Background: an optimization exercise with open tools, aiming at small area, a short achievable clock period and few clock cycles per item. Do not read the settings as production practice. Where RTL was checked, it was by simulation tests only, not by an equivalence proof against the original.

==> flow/design.v (excerpt) <==
module sha256_core (
    input  wire         clk,
    input  wire         rst,         
    input  wire         in_valid,
    output wire         in_ready,
    input  wire         first,       
    input  wire [511:0] block,
    output reg          out_valid,
    output wire [255:0] digest
);
    localparam [31:0] IV0 = 32'h6a09e667, IV1 = 32'hbb67ae85, IV2 = 32'h3c6ef372, IV3 = 32'ha54ff53a,
                      IV4 = 32'h510e527f, IV5 = 32'h9b05688c, IV6 = 32'h1f83d9ab, IV7 = 32'h5be0cd19;
    reg        busy;
    reg  [5:0] c;
    reg        cur_valid;    
    reg        pend;         
    reg        fill_ok;      
    reg        fr;           
    reg        frn;          
    reg        z0;           
    wire c_is62 = (c == 6'd62);
    wire c_is63 = (c == 6'd63);
    wire fill   = (c[5:4] == 2'b11);
    assign in_ready = busy & c_is63 & fill_ok;
    wire   acc      = in_valid & in_ready & ~rst;
    always @(posedge clk) begin
        if (rst) begin
            busy      <= 1'b0;
            c         <= 6'd48;
            cur_valid <= 1'b0;
            pend      <= 1'b0;
            fr        <= 1'b0;
            z0        <= 1'b0;
            out_valid <= 1'b0;
        end else begin
  ...
For scale: about 5700 cells after synthesis, about 770 I/O pins, roughly 57000 um^2 of cells after synthesis.
Settings: LEC_CHECK=0, CAP_MARGIN=20, CORE_MARGIN=2, CORE_UTILIZATION=60, PLACE_DENSITY=0.75, SETUP_SLACK_MARGIN=4, SLEW_MARGIN=20; clock period 9.0 ns.
run.sh (not shown) runs the stock make flow with config.mk's settings and CLKGATE_MAP_FILE= SYNTH_SCRIPT=/design/flow/synth_recipe.tcl, a recipe that flattens the netlist after the stock synthesis.
The baseline never finished: it broke off in global routing, error GRT-0232.
Testbench counts at the start, summed over its fixed seeds: cycles 82,064, items 1,280.
==> next run, changes <==
--- a/flow/design.v
+++ b/flow/design.v
@@ -174,66 +174,73 @@
     reg [31:0] hv0, hv1, hv2, hv3, hv4, hv5, hv6, hv7;
     assign digest = {hv0, hv1, hv2, hv3, hv4, hv5, hv6, hv7};
     wire [31:0] hi0 = fr ? IV0 : hv0;
     wire [31:0] hi1 = fr ? IV1 : hv1;
     wire [31:0] hi2 = fr ? IV2 : hv2;
     wire [31:0] hi3 = fr ? IV3 : hv3;
     wire [31:0] hi4 = fr ? IV4 : hv4;
     wire [31:0] hi5 = fr ? IV5 : hv5;
     wire [31:0] hi6 = fr ? IV6 : hv6;
     wire [31:0] hi7 = fr ? IV7 : hv7;
-    reg [31:0] a, b, cc, e, f, g, p, q;
+    reg [31:0] a, b, cc, e, f, g, ps, pc, qs, qc;
     wire [31:0] big_s0 = {a[1:0], a[31:2]} ^ {a[12:0], a[31:13]} ^ {a[21:0], a[31:22]};
     wire [31:0] big_s1 = {e[5:0], e[31:6]} ^ {e[10:0], e[31:11]} ^ {e[24:0], e[31:25]};
     wire [31:0] ch     = (e & f) ^ (~e & g);
     wire [31:0] maj    = (a & b) | (cc & (a | b));
-    wire [31:0] xe_s = q ^ big_s1 ^ ch;
-    wire [31:0] xe_c = ((q & big_s1) | (q & ch) | (big_s1 & ch)) << 1;
-    wire [31:0] e_new = xe_s + xe_c;
-    wire [31:0] x1_s = p ^ big_s1 ^ ch;
-    wire [31:0] x1_c = ((p & big_s1) | (p & ch) | (big_s1 & ch)) << 1;
-    wire [31:0] x2_s = big_s0 ^ maj ^ x1_s;
-    wire [31:0] x2_c = ((big_s0 & maj) | (big_s0 & x1_s) | (maj & x1_s)) << 1;
-    wire [31:0] x3_s = x1_c ^ x2_s ^ x2_c;
-    wire [31:0] x3_c = ((x1_c & x2_s) | (x1_c & x2_c) | (x2_s & x2_c)) << 1;
-    wire [31:0] a_new = x3_s + x3_c;
+    wire [31:0] xe1_s = qs ^ qc ^ ch;
+    wire [31:0] xe1_c = ((qs & qc) | (qs & ch) | (qc & ch)) << 1;
+    wire [31:0] xe2_s = xe1_s ^ xe1_c ^ big_s1;
+    wire [31:0] xe2_c = ((xe1_s & xe1_c) | (xe1_s & big_s1) | (xe1_c & big_s1)) << 1;
+    wire [31:0] e_new = xe2_s + xe2_c;
+    wire [31:0] x1_s = ps ^ pc ^ ch;
+    wire [31:0] x1_c = ((ps & pc) | (ps & ch) | (pc & ch)) << 1;
+    wire [31:0] x2_s = big_s1 ^ big_s0 ^ maj;
+    wire [31:0] x2_c = ((big_s1 & big_s0) | (big_s1 & maj) | (big_s0 & maj)) << 1;
+    wire [31:0] x3_s = x1_s ^ x1_c ^ x2_s;
+    wire [31:0] x3_c = ((x1_s & x1_c) | (x1_s & x2_s) | (x1_c & x2_s)) << 1;
+    wire [31:0] x4_s = x3_s ^ x3_c ^ x2_c;
+    wire [31:0] x4_c = ((x3_s & x3_c) | (x3_s & x2_c) | (x3_c & x2_c)) << 1;
+    wire [31:0] a_new = x4_s + x4_c;
     wire [31:0] fa_h = c_is62 ? hi3 : c_is63 ? hi2 : hi1;
     wire [31:0] fe_h = c_is62 ? hi7 : c_is63 ? hi6 : hi5;
     wire [31:0] fa_s = fa_h + (cur_valid ? a : 32'd0);
     wire [31:0] fe_s = fe_h + (cur_valid ? e : 32'd0);
-    wire [31:0] n0 = frn ? IV0 : (cur_valid ? a_new : hv0);
+    wire        ld_a = frn | ~cur_valid;      
+    wire [31:0] n0 = frn ? IV0 : hv0;
     wire [31:0] n1 = frn ? IV1 : fa_s;
     wire [31:0] n2 = frn ? IV2 : hv2;
     wire [31:0] n3 = frn ? IV3 : hv3;
-    wire [31:0] n4 = frn ? IV4 : (cur_valid ? e_new : hv4);
+    wire [31:0] n4 = frn ? IV4 : hv4;
     wire [31:0] n5 = frn ? IV5 : fe_s;
     wire [31:0] n6 = frn ? IV6 : hv6;
     wire [31:0] n7 = frn ? IV7 : hv7;
     wire [31:0] hn  = z0 ? n7 : g;
     wire [31:0] dn  = z0 ? n3 : cc;
     wire [31:0] ij0 = c_is63 ? hi0 : 32'd0;
     wire [31:0] ij4 = c_is63 ? hi4 : 32'd0;
     wire [31:0] y1_s = hn ^ kr ^ w[0];
     wire [31:0] y1_c = ((hn & kr) | (hn & w[0]) | (kr & w[0])) << 1;
     wire [31:0] yp_s = y1_s ^ y1_c ^ ij0;
     wire [31:0] yp_c = ((y1_s & y1_c) | (y1_s & ij0) | (y1_c & ij0)) << 1;
     wire [31:0] y2_s = y1_s ^ y1_c ^ dn;
     wire [31:0] y2_c = ((y1_s & y1_c) | (y1_s & dn) | (y1_c & dn)) << 1;
     wire [31:0] yq_s = y2_s ^ y2_c ^ ij4;
     wire [31:0] yq_c = ((y2_s & y2_c) | (y2_s & ij4) | (y2_c & ij4)) << 1;
     always @(posedge clk) begin
-        a  <= z0 ? n0 : a_new;
+        a  <= (z0 & ld_a) ? n0 : a_new;
         b  <= z0 ? n1 : a;
         cc <= z0 ? n2 : b;
-        e  <= z0 ? n4 : e_new;
+        e  <= (z0 & ld_a) ? n4 : e_new;
         f  <= z0 ? n5 : e;
         g  <= z0 ? n6 : f;
-        p  <= yp_s + yp_c;
-        q  <= yq_s + yq_c;
+        ps <= yp_s;
+        pc <= yp_c;
+        qs <= yq_s;
+        qc <= yq_c;
     end
     wire upd = busy & cur_valid;
     always @(posedge clk) begin
         if (upd & c_is62) begin hv3 <= fa_s; hv7 <= fe_s; end
         if (upd & c_is63) begin hv2 <= fa_s; hv6 <= fe_s; end
         if (upd & z0)     begin hv1 <= fa_s; hv5 <= fe_s; hv0 <= a_new; hv4 <= e_new; end
     end
 endmodule
What happened: The new run failed in global routing; synthesized area goes down slightly; synthesized cell count is lower by a few percent.
For the second run of this note, only the layout was checked, not whether the RTL still works.
